What follows belongs to an exercise in optimizing a design on an open flow for small area, a short achievable clock period and few clock cycles per item; a production flow would make more cautious choices.
The RTL was checked by simulation tests, not by an equivalence proof against the original design.
Power figures rest on the tool's default switching activity, not on a simulated workload.

<file path="config.mk">
export PLATFORM = sky130hd
export DESIGN_NAME = aes_dp
export DESIGN_NICKNAME = aes_dp
export VERILOG_FILES = /design/flow/design.v
export SDC_FILE = /design/flow/constraint.sdc
export NUM_CORES = 8
export LEC_CHECK = 0
export CAP_MARGIN = 20
export CORE_MARGIN = 2
export CORE_UTILIZATION = 25
export PLACE_DENSITY = 0.35
export SLEW_MARGIN = 20
</file>
<file path="design.v">
module aes_sbox (
  input  wire [7:0] a,
  output reg  [7:0] y
);
  always @(*) begin
    case (a)
      8'h00: y = 8'h63;
      8'h01: y = 8'h7c;
      8'h02: y = 8'h77;
      8'h03: y = 8'h7b;
      8'h04: y = 8'hf2;
      8'h05: y = 8'h6b;
      8'h06: y = 8'h6f;
      8'h07: y = 8'hc5;
      8'h08: y = 8'h30;
      8'h09: y = 8'h01;
      8'h0a: y = 8'h67;
      8'h0b: y = 8'h2b;
      8'h0c: y = 8'hfe;
      8'h0d: y = 8'hd7;
      8'h0e: y = 8'hab;
      8'h0f: y = 8'h76;
      8'h10: y = 8'hca;
      8'h11: y = 8'h82;
      8'h12: y = 8'hc9;
      8'h13: y = 8'h7d;
      8'h14: y = 8'hfa;
      8'h15: y = 8'h59;
      8'h16: y = 8'h47;
      8'h17: y = 8'hf0;
      8'h18: y = 8'had;
      8'h19: y = 8'hd4;
      8'h1a: y = 8'ha2;
      8'h1b: y = 8'haf;
      8'h1c: y = 8'h9c;
      8'h1d: y = 8'ha4;
      8'h1e: y = 8'h72;
      8'h1f: y = 8'hc0;
      8'h20: y = 8'hb7;
      8'h21: y = 8'hfd;
      8'h22: y = 8'h93;
      8'h23: y = 8'h26;
      8'h24: y = 8'h36;
      8'h25: y = 8'h3f;
      8'h26: y = 8'hf7;
      8'h27: y = 8'hcc;
      8'h28: y = 8'h34;
      8'h29: y = 8'ha5;
      8'h2a: y = 8'he5;
      8'h2b: y = 8'hf1;
      8'h2c: y = 8'h71;
      8'h2d: y = 8'hd8;
      8'h2e: y = 8'h31;
      8'h2f: y = 8'h15;
      8'h30: y = 8'h04;
      8'h31: y = 8'hc7;
      8'h32: y = 8'h23;
      8'h33: y = 8'hc3;
      8'h34: y = 8'h18;
      8'h35: y = 8'h96;
      8'h36: y = 8'h05;
      8'h37: y = 8'h9a;
      8'h38: y = 8'h07;
      8'h39: y = 8'h12;
      8'h3a: y = 8'h80;
      8'h3b: y = 8'he2;
      8'h3c: y = 8'heb;
      8'h3d: y = 8'h27;
      8'h3e: y = 8'hb2;
      8'h3f: y = 8'h75;
      8'h40: y = 8'h09;
      8'h41: y = 8'h83;
      8'h42: y = 8'h2c;
      8'h43: y = 8'h1a;
      8'h44: y = 8'h1b;
      8'h45: y = 8'h6e;
      8'h46: y = 8'h5a;
      8'h47: y = 8'ha0;
      8'h48: y = 8'h52;
      8'h49: y = 8'h3b;
      8'h4a: y = 8'hd6;
      8'h4b: y = 8'hb3;
      8'h4c: y = 8'h29;
      8'h4d: y = 8'he3;
      8'h4e: y = 8'h2f;
      8'h4f: y = 8'h84;
      8'h50: y = 8'h53;
      8'h51: y = 8'hd1;
      8'h52: y = 8'h00;
      8'h53: y = 8'hed;
      8'h54: y = 8'h20;
      8'h55: y = 8'hfc;
      8'h56: y = 8'hb1;
      8'h57: y = 8'h5b;
      8'h58: y = 8'h6a;
      8'h59: y = 8'hcb;
      8'h5a: y = 8'hbe;
      8'h5b: y = 8'h39;
      8'h5c: y = 8'h4a;
      8'h5d: y = 8'h4c;
      8'h5e: y = 8'h58;
      8'h5f: y = 8'hcf;
      8'h60: y = 8'hd0;
      8'h61: y = 8'hef;
      8'h62: y = 8'haa;
      8'h63: y = 8'hfb;
      8'h64: y = 8'h43;
      8'h65: y = 8'h4d;
      8'h66: y = 8'h33;
      8'h67: y = 8'h85;
      8'h68: y = 8'h45;
      8'h69: y = 8'hf9;
      8'h6a: y = 8'h02;
      8'h6b: y = 8'h7f;
      8'h6c: y = 8'h50;
      8'h6d: y = 8'h3c;
      8'h6e: y = 8'h9f;
      8'h6f: y = 8'ha8;
      8'h70: y = 8'h51;
      8'h71: y = 8'ha3;
      8'h72: y = 8'h40;
      8'h73: y = 8'h8f;
      8'h74: y = 8'h92;
      8'h75: y = 8'h9d;
      8'h76: y = 8'h38;
      8'h77: y = 8'hf5;
      8'h78: y = 8'hbc;
      8'h79: y = 8'hb6;
      8'h7a: y = 8'hda;
      8'h7b: y = 8'h21;
      8'h7c: y = 8'h10;
      8'h7d: y = 8'hff;
      8'h7e: y = 8'hf3;
      8'h7f: y = 8'hd2;
      8'h80: y = 8'hcd;
      8'h81: y = 8'h0c;
      8'h82: y = 8'h13;
      8'h83: y = 8'hec;
      8'h84: y = 8'h5f;
      8'h85: y = 8'h97;
      8'h86: y = 8'h44;
      8'h87: y = 8'h17;
      8'h88: y = 8'hc4;
      8'h89: y = 8'ha7;
      8'h8a: y = 8'h7e;
      8'h8b: y = 8'h3d;
      8'h8c: y = 8'h64;
      8'h8d: y = 8'h5d;
      8'h8e: y = 8'h19;
      8'h8f: y = 8'h73;
      8'h90: y = 8'h60;
      8'h91: y = 8'h81;
      8'h92: y = 8'h4f;
      8'h93: y = 8'hdc;
      8'h94: y = 8'h22;
      8'h95: y = 8'h2a;
      8'h96: y = 8'h90;
      8'h97: y = 8'h88;
      8'h98: y = 8'h46;
      8'h99: y = 8'hee;
      8'h9a: y = 8'hb8;
      8'h9b: y = 8'h14;
      8'h9c: y = 8'hde;
      8'h9d: y = 8'h5e;
      8'h9e: y = 8'h0b;
      8'h9f: y = 8'hdb;
      8'ha0: y = 8'he0;
      8'ha1: y = 8'h32;
      8'ha2: y = 8'h3a;
      8'ha3: y = 8'h0a;
      8'ha4: y = 8'h49;
      8'ha5: y = 8'h06;
      8'ha6: y = 8'h24;
      8'ha7: y = 8'h5c;
      8'ha8: y = 8'hc2;
      8'ha9: y = 8'hd3;
      8'haa: y = 8'hac;
      8'hab: y = 8'h62;
      8'hac: y = 8'h91;
      8'had: y = 8'h95;
      8'hae: y = 8'he4;
      8'haf: y = 8'h79;
      8'hb0: y = 8'he7;
      8'hb1: y = 8'hc8;
      8'hb2: y = 8'h37;
      8'hb3: y = 8'h6d;
      8'hb4: y = 8'h8d;
      8'hb5: y = 8'hd5;
      8'hb6: y = 8'h4e;
      8'hb7: y = 8'ha9;
      8'hb8: y = 8'h6c;
      8'hb9: y = 8'h56;
      8'hba: y = 8'hf4;
      8'hbb: y = 8'hea;
      8'hbc: y = 8'h65;
      8'hbd: y = 8'h7a;
      8'hbe: y = 8'hae;
      8'hbf: y = 8'h08;
      8'hc0: y = 8'hba;
      8'hc1: y = 8'h78;
      8'hc2: y = 8'h25;
      8'hc3: y = 8'h2e;
      8'hc4: y = 8'h1c;
      8'hc5: y = 8'ha6;
      8'hc6: y = 8'hb4;
      8'hc7: y = 8'hc6;
      8'hc8: y = 8'he8;
      8'hc9: y = 8'hdd;
      8'hca: y = 8'h74;
      8'hcb: y = 8'h1f;
      8'hcc: y = 8'h4b;
      8'hcd: y = 8'hbd;
      8'hce: y = 8'h8b;
      8'hcf: y = 8'h8a;
      8'hd0: y = 8'h70;
      8'hd1: y = 8'h3e;
      8'hd2: y = 8'hb5;
      8'hd3: y = 8'h66;
      8'hd4: y = 8'h48;
      8'hd5: y = 8'h03;
      8'hd6: y = 8'hf6;
      8'hd7: y = 8'h0e;
      8'hd8: y = 8'h61;
      8'hd9: y = 8'h35;
      8'hda: y = 8'h57;
      8'hdb: y = 8'hb9;
      8'hdc: y = 8'h86;
      8'hdd: y = 8'hc1;
      8'hde: y = 8'h1d;
      8'hdf: y = 8'h9e;
      8'he0: y = 8'he1;
      8'he1: y = 8'hf8;
      8'he2: y = 8'h98;
      8'he3: y = 8'h11;
      8'he4: y = 8'h69;
      8'he5: y = 8'hd9;
      8'he6: y = 8'h8e;
      8'he7: y = 8'h94;
      8'he8: y = 8'h9b;
      8'he9: y = 8'h1e;
      8'hea: y = 8'h87;
      8'heb: y = 8'he9;
      8'hec: y = 8'hce;
      8'hed: y = 8'h55;
      8'hee: y = 8'h28;
      8'hef: y = 8'hdf;
      8'hf0: y = 8'h8c;
      8'hf1: y = 8'ha1;
      8'hf2: y = 8'h89;
      8'hf3: y = 8'h0d;
      8'hf4: y = 8'hbf;
      8'hf5: y = 8'he6;
      8'hf6: y = 8'h42;
      8'hf7: y = 8'h68;
      8'hf8: y = 8'h41;
      8'hf9: y = 8'h99;
      8'hfa: y = 8'h2d;
      8'hfb: y = 8'h0f;
      8'hfc: y = 8'hb0;
      8'hfd: y = 8'h54;
      8'hfe: y = 8'hbb;
      8'hff: y = 8'h16;
      default: y = 8'h00;
    endcase
  end
endmodule
module aes_inv_sbox (
  input  wire [7:0] a,
  output reg  [7:0] y
);
  always @(*) begin
    case (a)
      8'h00: y = 8'h52;
      8'h01: y = 8'h09;
      8'h02: y = 8'h6a;
      8'h03: y = 8'hd5;
      8'h04: y = 8'h30;
      8'h05: y = 8'h36;
      8'h06: y = 8'ha5;
      8'h07: y = 8'h38;
      8'h08: y = 8'hbf;
      8'h09: y = 8'h40;
      8'h0a: y = 8'ha3;
      8'h0b: y = 8'h9e;
      8'h0c: y = 8'h81;
      8'h0d: y = 8'hf3;
      8'h0e: y = 8'hd7;
      8'h0f: y = 8'hfb;
      8'h10: y = 8'h7c;
      8'h11: y = 8'he3;
      8'h12: y = 8'h39;
      8'h13: y = 8'h82;
      8'h14: y = 8'h9b;
      8'h15: y = 8'h2f;
      8'h16: y = 8'hff;
      8'h17: y = 8'h87;
      8'h18: y = 8'h34;
      8'h19: y = 8'h8e;
      8'h1a: y = 8'h43;
      8'h1b: y = 8'h44;
      8'h1c: y = 8'hc4;
      8'h1d: y = 8'hde;
      8'h1e: y = 8'he9;
      8'h1f: y = 8'hcb;
      8'h20: y = 8'h54;
      8'h21: y = 8'h7b;
      8'h22: y = 8'h94;
      8'h23: y = 8'h32;
      8'h24: y = 8'ha6;
      8'h25: y = 8'hc2;
      8'h26: y = 8'h23;
      8'h27: y = 8'h3d;
      8'h28: y = 8'hee;
      8'h29: y = 8'h4c;
      8'h2a: y = 8'h95;
      8'h2b: y = 8'h0b;
      8'h2c: y = 8'h42;
      8'h2d: y = 8'hfa;
      8'h2e: y = 8'hc3;
      8'h2f: y = 8'h4e;
      8'h30: y = 8'h08;
      8'h31: y = 8'h2e;
      8'h32: y = 8'ha1;
      8'h33: y = 8'h66;
      8'h34: y = 8'h28;
      8'h35: y = 8'hd9;
      8'h36: y = 8'h24;
      8'h37: y = 8'hb2;
      8'h38: y = 8'h76;
      8'h39: y = 8'h5b;
      8'h3a: y = 8'ha2;
      8'h3b: y = 8'h49;
      8'h3c: y = 8'h6d;
      8'h3d: y = 8'h8b;
      8'h3e: y = 8'hd1;
      8'h3f: y = 8'h25;
      8'h40: y = 8'h72;
      8'h41: y = 8'hf8;
      8'h42: y = 8'hf6;
      8'h43: y = 8'h64;
      8'h44: y = 8'h86;
      8'h45: y = 8'h68;
      8'h46: y = 8'h98;
      8'h47: y = 8'h16;
      8'h48: y = 8'hd4;
      8'h49: y = 8'ha4;
      8'h4a: y = 8'h5c;
      8'h4b: y = 8'hcc;
      8'h4c: y = 8'h5d;
      8'h4d: y = 8'h65;
      8'h4e: y = 8'hb6;
      8'h4f: y = 8'h92;
      8'h50: y = 8'h6c;
      8'h51: y = 8'h70;
      8'h52: y = 8'h48;
      8'h53: y = 8'h50;
      8'h54: y = 8'hfd;
      8'h55: y = 8'hed;
      8'h56: y = 8'hb9;
      8'h57: y = 8'hda;
      8'h58: y = 8'h5e;
      8'h59: y = 8'h15;
      8'h5a: y = 8'h46;
      8'h5b: y = 8'h57;
      8'h5c: y = 8'ha7;
      8'h5d: y = 8'h8d;
      8'h5e: y = 8'h9d;
      8'h5f: y = 8'h84;
      8'h60: y = 8'h90;
      8'h61: y = 8'hd8;
      8'h62: y = 8'hab;
      8'h63: y = 8'h00;
      8'h64: y = 8'h8c;
      8'h65: y = 8'hbc;
      8'h66: y = 8'hd3;
      8'h67: y = 8'h0a;
      8'h68: y = 8'hf7;
      8'h69: y = 8'he4;
      8'h6a: y = 8'h58;
      8'h6b: y = 8'h05;
      8'h6c: y = 8'hb8;
      8'h6d: y = 8'hb3;
      8'h6e: y = 8'h45;
      8'h6f: y = 8'h06;
      8'h70: y = 8'hd0;
      8'h71: y = 8'h2c;
      8'h72: y = 8'h1e;
      8'h73: y = 8'h8f;
      8'h74: y = 8'hca;
      8'h75: y = 8'h3f;
      8'h76: y = 8'h0f;
      8'h77: y = 8'h02;
      8'h78: y = 8'hc1;
      8'h79: y = 8'haf;
      8'h7a: y = 8'hbd;
      8'h7b: y = 8'h03;
      8'h7c: y = 8'h01;
      8'h7d: y = 8'h13;
      8'h7e: y = 8'h8a;
      8'h7f: y = 8'h6b;
      8'h80: y = 8'h3a;
      8'h81: y = 8'h91;
      8'h82: y = 8'h11;
      8'h83: y = 8'h41;
      8'h84: y = 8'h4f;
      8'h85: y = 8'h67;
      8'h86: y = 8'hdc;
      8'h87: y = 8'hea;
      8'h88: y = 8'h97;
      8'h89: y = 8'hf2;
      8'h8a: y = 8'hcf;
      8'h8b: y = 8'hce;
      8'h8c: y = 8'hf0;
      8'h8d: y = 8'hb4;
      8'h8e: y = 8'he6;
      8'h8f: y = 8'h73;
      8'h90: y = 8'h96;
      8'h91: y = 8'hac;
      8'h92: y = 8'h74;
      8'h93: y = 8'h22;
      8'h94: y = 8'he7;
      8'h95: y = 8'had;
      8'h96: y = 8'h35;
      8'h97: y = 8'h85;
      8'h98: y = 8'he2;
      8'h99: y = 8'hf9;
      8'h9a: y = 8'h37;
      8'h9b: y = 8'he8;
      8'h9c: y = 8'h1c;
      8'h9d: y = 8'h75;
      8'h9e: y = 8'hdf;
      8'h9f: y = 8'h6e;
      8'ha0: y = 8'h47;
      8'ha1: y = 8'hf1;
      8'ha2: y = 8'h1a;
      8'ha3: y = 8'h71;
      8'ha4: y = 8'h1d;
      8'ha5: y = 8'h29;
      8'ha6: y = 8'hc5;
      8'ha7: y = 8'h89;
      8'ha8: y = 8'h6f;
      8'ha9: y = 8'hb7;
      8'haa: y = 8'h62;
      8'hab: y = 8'h0e;
      8'hac: y = 8'haa;
      8'had: y = 8'h18;
      8'hae: y = 8'hbe;
      8'haf: y = 8'h1b;
      8'hb0: y = 8'hfc;
      8'hb1: y = 8'h56;
      8'hb2: y = 8'h3e;
      8'hb3: y = 8'h4b;
      8'hb4: y = 8'hc6;
      8'hb5: y = 8'hd2;
      8'hb6: y = 8'h79;
      8'hb7: y = 8'h20;
      8'hb8: y = 8'h9a;
      8'hb9: y = 8'hdb;
      8'hba: y = 8'hc0;
      8'hbb: y = 8'hfe;
      8'hbc: y = 8'h78;
      8'hbd: y = 8'hcd;
      8'hbe: y = 8'h5a;
      8'hbf: y = 8'hf4;
      8'hc0: y = 8'h1f;
      8'hc1: y = 8'hdd;
      8'hc2: y = 8'ha8;
      8'hc3: y = 8'h33;
      8'hc4: y = 8'h88;
      8'hc5: y = 8'h07;
      8'hc6: y = 8'hc7;
      8'hc7: y = 8'h31;
      8'hc8: y = 8'hb1;
      8'hc9: y = 8'h12;
      8'hca: y = 8'h10;
      8'hcb: y = 8'h59;
      8'hcc: y = 8'h27;
      8'hcd: y = 8'h80;
      8'hce: y = 8'hec;
      8'hcf: y = 8'h5f;
      8'hd0: y = 8'h60;
      8'hd1: y = 8'h51;
      8'hd2: y = 8'h7f;
      8'hd3: y = 8'ha9;
      8'hd4: y = 8'h19;
      8'hd5: y = 8'hb5;
      8'hd6: y = 8'h4a;
      8'hd7: y = 8'h0d;
      8'hd8: y = 8'h2d;
      8'hd9: y = 8'he5;
      8'hda: y = 8'h7a;
      8'hdb: y = 8'h9f;
      8'hdc: y = 8'h93;
      8'hdd: y = 8'hc9;
      8'hde: y = 8'h9c;
      8'hdf: y = 8'hef;
      8'he0: y = 8'ha0;
      8'he1: y = 8'he0;
      8'he2: y = 8'h3b;
      8'he3: y = 8'h4d;
      8'he4: y = 8'hae;
      8'he5: y = 8'h2a;
      8'he6: y = 8'hf5;
      8'he7: y = 8'hb0;
      8'he8: y = 8'hc8;
      8'he9: y = 8'heb;
      8'hea: y = 8'hbb;
      8'heb: y = 8'h3c;
      8'hec: y = 8'h83;
      8'hed: y = 8'h53;
      8'hee: y = 8'h99;
      8'hef: y = 8'h61;
      8'hf0: y = 8'h17;
      8'hf1: y = 8'h2b;
      8'hf2: y = 8'h04;
      8'hf3: y = 8'h7e;
      8'hf4: y = 8'hba;
      8'hf5: y = 8'h77;
      8'hf6: y = 8'hd6;
      8'hf7: y = 8'h26;
      8'hf8: y = 8'he1;
      8'hf9: y = 8'h69;
      8'hfa: y = 8'h14;
      8'hfb: y = 8'h63;
      8'hfc: y = 8'h55;
      8'hfd: y = 8'h21;
      8'hfe: y = 8'h0c;
      8'hff: y = 8'h7d;
      default: y = 8'h00;
    endcase
  end
endmodule
module aes_dp (
  input  wire         clk,
  input  wire         rst,         
  input  wire         in_valid,
  output wire         in_ready,
  input  wire [1:0]   in_op,       
  input  wire         in_key256,   
  input  wire [255:0] in_key,
  input  wire [127:0] in_data,
  output reg          out_valid,
  output wire [127:0] out_data
);
  localparam OP_ENC = 2'd0;
  localparam OP_DEC = 2'd1;
  localparam OP_KEY = 2'd2;
  localparam S_IDLE  = 2'd0;
  localparam S_KEYX  = 2'd1;
  localparam S_ROUND = 2'd2;
  function automatic [7:0] xt(input [7:0] b);
    xt = {b[6:0], 1'b0} ^ (b[7] ? 8'h1b : 8'h00);
  endfunction
  function automatic [31:0] mix_col(input [31:0] c);
    reg [7:0] a0, a1, a2, a3;
    begin
      a0 = c[31:24]; a1 = c[23:16]; a2 = c[15:8]; a3 = c[7:0];
      mix_col[31:24] = xt(a0) ^ xt(a1) ^ a1 ^ a2 ^ a3;
      mix_col[23:16] = a0 ^ xt(a1) ^ xt(a2) ^ a2 ^ a3;
      mix_col[15:8]  = a0 ^ a1 ^ xt(a2) ^ xt(a3) ^ a3;
      mix_col[7:0]   = xt(a0) ^ a0 ^ a1 ^ a2 ^ xt(a3);
    end
  endfunction
  function automatic [31:0] inv_mix_col(input [31:0] c);
    reg [7:0] a [0:3];
    reg [7:0] x2 [0:3];
    reg [7:0] x4 [0:3];
    reg [7:0] x8 [0:3];
    reg [7:0] m9 [0:3];
    reg [7:0] mb [0:3];
    reg [7:0] md [0:3];
    reg [7:0] me [0:3];
    integer i;
    begin
      a[0] = c[31:24]; a[1] = c[23:16]; a[2] = c[15:8]; a[3] = c[7:0];
      for (i = 0; i < 4; i = i + 1) begin
        x2[i] = xt(a[i]);
        x4[i] = xt(x2[i]);
        x8[i] = xt(x4[i]);
        m9[i] = x8[i] ^ a[i];
        mb[i] = x8[i] ^ x2[i] ^ a[i];
        md[i] = x8[i] ^ x4[i] ^ a[i];
        me[i] = x8[i] ^ x4[i] ^ x2[i];
      end
      inv_mix_col[31:24] = me[0] ^ mb[1] ^ md[2] ^ m9[3];
      inv_mix_col[23:16] = m9[0] ^ me[1] ^ mb[2] ^ md[3];
      inv_mix_col[15:8]  = md[0] ^ m9[1] ^ me[2] ^ mb[3];
      inv_mix_col[7:0]   = mb[0] ^ md[1] ^ m9[2] ^ me[3];
    end
  endfunction
  function automatic [127:0] shift_rows(input [127:0] s);
    integer r, c;
    begin
      for (c = 0; c < 4; c = c + 1)
        for (r = 0; r < 4; r = r + 1)
          shift_rows[127 - 8*(r + 4*c) -: 8] = s[127 - 8*(r + 4*((c + r) % 4)) -: 8];
    end
  endfunction
  function automatic [127:0] inv_shift_rows(input [127:0] s);
    integer r, c;
    begin
      for (c = 0; c < 4; c = c + 1)
        for (r = 0; r < 4; r = r + 1)
          inv_shift_rows[127 - 8*(r + 4*((c + r) % 4)) -: 8] = s[127 - 8*(r + 4*c) -: 8];
    end
  endfunction
  reg [1:0]   state;
  reg         aes256;        
  reg         decrypt;       
  reg [3:0]   rnd;           
  reg [3:0]   kidx;          
  reg [7:0]   rcon;
  reg [127:0] st;            
  reg [127:0] rk [0:14];     
  reg [127:0] kprev2;        
  reg [127:0] kprev1;        
  wire [3:0] nr = aes256 ? 4'd14 : 4'd10;
  assign in_ready = (state == S_IDLE);
  assign out_data = st;
  wire        kx_rot = !aes256 || !kidx[0];
  wire [31:0] kx_last = kprev1[31:0];
  wire [31:0] kx_sub_in = kx_rot ? {kx_last[23:0], kx_last[31:24]} : kx_last;
  wire [31:0] kx_sub;
  genvar g;
  generate
    for (g = 0; g < 4; g = g + 1) begin : g_ksbox
      aes_sbox u_sbox (.a(kx_sub_in[8*g +: 8]), .y(kx_sub[8*g +: 8]));
    end
  endgenerate
  wire [31:0]  kx_t    = kx_sub ^ (kx_rot ? {rcon, 24'h0} : 32'h0);
  wire [127:0] kx_base = aes256 ? kprev2 : kprev1;
  wire [31:0]  kx_w0   = kx_base[127:96] ^ kx_t;
  wire [31:0]  kx_w1   = kx_base[95:64]  ^ kx_w0;
  wire [31:0]  kx_w2   = kx_base[63:32]  ^ kx_w1;
  wire [31:0]  kx_w3   = kx_base[31:0]   ^ kx_w2;
  wire [127:0] kx_next = {kx_w0, kx_w1, kx_w2, kx_w3};
  wire [127:0] round_key = rk[rnd];
  wire [127:0] enc_sb;
  wire [127:0] dec_sb;
  wire [127:0] dec_sr = inv_shift_rows(st);
  generate
    for (g = 0; g < 16; g = g + 1) begin : g_sbox
      aes_sbox     u_sbox  (.a(st[8*g +: 8]),     .y(enc_sb[8*g +: 8]));
      aes_inv_sbox u_isbox (.a(dec_sr[8*g +: 8]), .y(dec_sb[8*g +: 8]));
    end
  endgenerate
  wire [127:0] enc_sr = shift_rows(enc_sb);
  wire [127:0] enc_mc = {mix_col(enc_sr[127:96]), mix_col(enc_sr[95:64]),
                         mix_col(enc_sr[63:32]),  mix_col(enc_sr[31:0])};
  wire         last_round = decrypt ? (rnd == 4'd0) : (rnd == nr);
  wire [127:0] enc_out = (last_round ? enc_sr : enc_mc) ^ round_key;
  wire [127:0] dec_ak  = dec_sb ^ round_key;
  wire [127:0] dec_imc = {inv_mix_col(dec_ak[127:96]), inv_mix_col(dec_ak[95:64]),
                          inv_mix_col(dec_ak[63:32]),  inv_mix_col(dec_ak[31:0])};
  wire [127:0] dec_out = last_round ? dec_ak : dec_imc;
  wire [127:0] white_key = (in_op == OP_DEC) ? rk[nr] : rk[0];
  integer i;
  always @(posedge clk) begin
    if (rst) begin
      state     <= S_IDLE;
      out_valid <= 1'b0;
    end else begin
      out_valid <= 1'b0;
      case (state)
        S_IDLE: begin
          if (in_valid) begin
            case (in_op)
              OP_KEY: begin
                state  <= S_KEYX;
                aes256 <= in_key256;
                rk[0]  <= in_key[255:128];
                kprev1 <= in_key[255:128];
                if (in_key256) begin
                  rk[1]  <= in_key[127:0];
                  kprev2 <= in_key[255:128];
                  kprev1 <= in_key[127:0];
                  kidx   <= 4'd2;
                end else begin
                  kidx   <= 4'd1;
                end
                rcon   <= 8'h01;
              end
              OP_ENC, OP_DEC: begin
                state   <= S_ROUND;
                decrypt <= (in_op == OP_DEC);
                st      <= in_data ^ white_key;
                rnd     <= (in_op == OP_DEC) ? nr - 4'd1 : 4'd1;
              end
              default: ;
            endcase
          end
        end
        S_KEYX: begin
          for (i = 0; i < 15; i = i + 1)
            if (kidx == i) rk[i] <= kx_next;
          kprev2 <= kprev1;
          kprev1 <= kx_next;
          kidx   <= kidx + 4'd1;
          if (kx_rot) rcon <= xt(rcon);
          if (kidx == nr) state <= S_IDLE;
        end
        S_ROUND: begin
          st <= decrypt ? dec_out : enc_out;
          if (last_round) begin
            state     <= S_IDLE;
            out_valid <= 1'b1;
          end else begin
            rnd <= decrypt ? rnd - 4'd1 : rnd + 4'd1;
          end
        end
        default: state <= S_IDLE;
      endcase
    end
  end
endmodule
</file>
<file path="run.sh">
#!/bin/bash
# synth_recipe.tcl (not shown) runs the flow's synth.tcl, then flattens the netlist and writes it again
# the make line also repeats each setting of config.mk as NAME=value (left out here)
make -C /OpenROAD-flow-scripts/flow DESIGN_CONFIG=/design/flow/config.mk WORK_HOME=/design/flow/orfs CLKGATE_MAP_FILE= SYNTH_SCRIPT=/design/flow/synth_recipe.tcl finish
</file>
<file path="constraint.sdc">
create_clock -name core_clock -period 12.0 [get_ports {clk}]
set_input_delay 2.4000 -clock core_clock [delete_from_list [all_inputs] [get_ports {clk}]]
set_output_delay 2.4000 -clock core_clock [all_outputs]
set_load 0.01 [all_outputs]
</file>
==> impl_metrics.yaml <==
cts:
  clock_latency_ns: 1.17
  cts_num_sinks: 2581
  worst_setup_hold_path_clk_slew_ns: 0.06
  ctsLongestPathBuffers: 4
  ctsHoldBuffers: 0
  root_buffer: "clkbuf_16"
  htree_levels: 5
  cts_setup_buffers: 0
  cts_resized: 0
  tritoncts: "yes"
  cts_buffers: 342
timing:
  hold_viol_final: 0
  slew_violations: 0
  fin_worst_skew_ns: 0.219
  max_slew.worst_pin.slew_ns: 1.28
  fin_crit_ns: 10.73
  hold_ws_ns: 0.492
  max_clock_freq_mhz: 93.2
  period_share: 0.894
  slew_headroom: 0.137
  rsz0062_at_grt: "false"
  finalSetupTns_ns: 0
  setup_viol: 0
route:
  drc: 0
  routed_wl_mm: 1860
  initialDrtViolationCount: 45900
  dr.pass1.iters: 9
  viasPerCell: 6.60
  ant_nets: 0
  num_vias: 263000
  post_drt_wl_per_cell_um: 46.7
synthesis:
  synthMuxAreaShare: 0.0354
  synth_xor_area_frac: 0.0858
  synth_top_area_cell: "edfxtp_1"
  synth.top_cell.area_share: 0.306
  synth_compound_area_frac: 0.305
  synth-edff-count: 2322
  ys_async_sr_fraction: 0
  synth.area.top_cells: "edfxtp_1 (31%), nand2_1 (5.5%), a21oi_1 (5.0%)"
  synthAdderAreaFrac: 0.0226
  ys_seq_area_frac: 0.328
  syn_area_per_cell_sq_um: 8.32
  synthFlopType: "edfxtp_1"
  syn_inst: 27400
  synth_top_family_by_area: "compound AO/OA/AOI/OAI gates"
  syn_nets: 28200
  ys_warn_count: 36
  ys_seq_elements: 2581
  yosysUniqueCellTypes: 139
  synth_simple_gate_area_frac: 0.166
  synth_area_sq_um: 228000
grt:
  grt.total_usage: 0.382
  antenna_found_initial: 178
  grt_pass1_vias: 242000
  grt_overflow: 0
  grt_pass1_wl_mm: 2430
  grt_max_degree: 153
cells_and_area:
  final_cell_mix: "nand2_1 (3340), edfxtp_1 (2322), nor2_1 (2316), a21oi_1 (2248), o21ai_0 (2183)"
  seq_area_sq_um: 74900
  utilization: 0.291
  area_delta_synth_final_pct: 16.1
  nets: 28100
  finalNonFillerCells: 39800
  final_common_cell: "nand2_1"
  n_fill_cell: 98300
  final_layout_size_suffix_gt1_frac: 0.113
  multiInputGateArea_sq_um: 143000
power_and_ir_drop:
  leakagePower_uw: 0.0906
  sw_frac_of_total: 0.598
  internal_power_uw: 42000
  p_switching_uw: 62600
  ir_drop_v: 0.000501
  p_comb_frac: 0.772
  p_clk_frac: 0.103
  power.density_nw_per_um2: 395
  pwr-share-seq: 0.125
worst_hold_path:
  hp-class: "reg -> reg"
  whs_path_depth: 2
  min_from: "kprev1[56]$_DFFE_PP_"
  whs_endpoint: "kprev2[56]$_DFFE_PP_"
floorplanning:
  rows: 351
  ios: 520
  die_h_um: 959
  core_sq_um: 912000
  chipWidth_um: 959
  start_util: 0.250
  dieArea_sq_um: 921000
critical_path:
  end_kind: "flip-flop"
  rr_endpoint: "g_sbox[4].u_sbox.y[4]$_DFF_P_"
  crit_type: "reg -> reg"
  worst_setup_path_start_kind: "flip-flop"
  cp.arrival_ns: 11.56
  required_ns: 12.83
  r2r_slack_ns: 1.27
  r2r-start: "rnd[3]$_DFFE_PP_"
  reg2reg_depth: 23
  path_max_fanout: 31
outcome:
  status: "finished clean"
place:
  place_inst: 39100
  port_buffers: 519
  dpl.hpwl_mm: 1370
  gp_congestion: 1.08
run:
  maxCapViolCount: 0
## Yosys cell counts, types with 114 or more instances
master / instances
o31ai_1: 192
inv_1: 142
a311oi_1: 445
nand2b_1: 164
buf_2: 917
clkbuf_1: 1339
nor4_1: 114
o311ai_0: 272
o21ai_0: 2231
a22oi_1: 367
a31oi_1: 694
nor3_1: 873
mux2i_1: 702
buf_4: 142
edfxtp_1: 2322
o211ai_1: 544
nor2_1: 2353
xnor2_1: 996
a211oi_1: 523
and2_1: 121
a32oi_1: 116
dfxtp_1: 259
o221ai_1: 288
nand2_1: 3356
o21a_1: 134
nand3_1: 981
a21oi_1: 2284
xor2_1: 318
xnor3_1: 224
a221oi_1: 351
buf_1: 280
o22ai_1: 422
ha_1: 413
or3_1: 123
and3_1: 160
## sequential cells by signal, indices dropped and copies added (netlist names)
name	count
kprev2	128
state	2
rk	1920
g_sbox.u_sbox.y	128
decrypt	1
out_valid	1
aes256	1
kprev1	128
rnd	4
g_sbox.u_isbox.y	128
rcon	8
st	128
kidx	4
## how the worst max path moves through the flow
stage	startpoint	end	slack (ns)	depth (start not counted)
global route	rnd[1]$_SDFFCE_PN0P_	g_sbox[4].u_sbox.y[4]$_DFF_P_	1.42	25
global placement	rnd[3]$_DFFE_PP_	g_sbox[3].u_sbox.y[0]$_DFF_P_	1.58	20
floorplan	rst	rk[10][0]$_DFFE_PP_	-0.11	3
detailed placement	rnd[3]$_DFFE_PP_	g_sbox[4].u_sbox.y[4]$_DFF_P_	1.79	23
finish	rnd[3]$_DFFE_PP_	g_sbox[4].u_sbox.y[4]$_DFF_P_	1.27	23
CTS	rnd[3]$_DFFE_PP_	g_sbox[4].u_sbox.y[4]$_DFF_P_	1.73	23
## cells by family after synthesis
group / Yosys count
buf+inv: 2927
compound gates: 10400
fa+ha+maj: 413
xor+xnor: 1700
simple gates: 8636
flops: 2581
mux: 782
## area by class of cell
cell class | instances | area share
Antenna cell | 97 | 0.000916
Sequential cell | 2581 | 0.283
Tap cell | 12200 | 0.0575
Clock buffer | 430 | 0.0343
Multi-Input combinational cell | 21900 | 0.541
Timing Repair Buffer | 2225 | 0.0730
Clock inverter | 197 | 0.00774
Inverter | 190 | 0.00279
## metal layers
metal | vias up | part of all wire | track usage
met2 | 19900 | 0.41 | 0.560
li1 | 105000 | - | -
met5 | - | 0.00017 | 0
met4 | 44 | 0.075 | 0.219
met1 | 134000 | 0.40 | 0.504
met3 | 4057 | 0.11 | 0.106
## power by group through the flow
stage	sequential, uW	clock (uW)	combinational, uW
global placement	13200	0	78300
global route	13000	11200	81400
CTS	13000	10900	77300
floorplan	11600	0	43600
finish	13100	10800	80700
detailed placement	13200	0	76800
## worst max-delay path: stages (launching register included)
cell and delay, ns:
edfxtp_1 1.08, nand2b_4 0.62, buf_4 0.63, buf_4 0.34
o22ai_1 0.09, a2111oi_0 0.70, a31oi_2 0.45, xnor2_2 0.33
xnor2_1 0.57, xnor2_1 0.18, xnor2_1 0.19, xnor2_2 0.67
o211a_1 0.36, nor2_1 0.08, buf_4 0.24, inv_1 0.08
buf_4 0.32, ha_1 0.86, nor2_1 0.50, nor3_1 0.35
a31oi_1 0.08, o21ai_0 0.57, a221oi_1 0.24, nor4_1 0.79
## stage by stage
step	setup slack (ns)	total power, uW	cell area (sq um)
after floorplan	-0.114	55200	228000
after global placement	1.58	91500	253000
after detailed placement	1.79	90000	253000
after CTS	1.73	101000	264000
after global routing	1.42	106000	265000
final	1.27	105000	265000
Testbench counts, summed over its fixed seeds: cycles 25,037, blocks 1,732.

[what the ideal ports hide]
The flow's constraints put no driver on any port. The routed layout listed below was extracted and timed again, unchanged, in two steps. Step 1 (the two cells are an assumption about what drives the block):
set clk [get_ports {clk}]
set_driving_cell -lib_cell sky130_fd_sc_hd__clkbuf_16 $clk
set_driving_cell -lib_cell sky130_fd_sc_hd__buf_2 [delete_from_list [all_inputs] $clk]
Step 2 times the ports against the registers' clock, not the clock port: input delays grow and output delays shrink by t, the midpoint of the rising clock arrivals with the driver on. Slacks: no drivers / after step 1 / after step 2; pairs: no drivers / after step 1.
t (ns): 1.215
slack for setup (ns): 1.270 / 1.270 / 1.270
worst setup path after step 2: register to register
After both steps this run still meets setup and hold. The setup slack of this run moves by 0.000 ns with the drivers and by 0.000 ns with both steps.
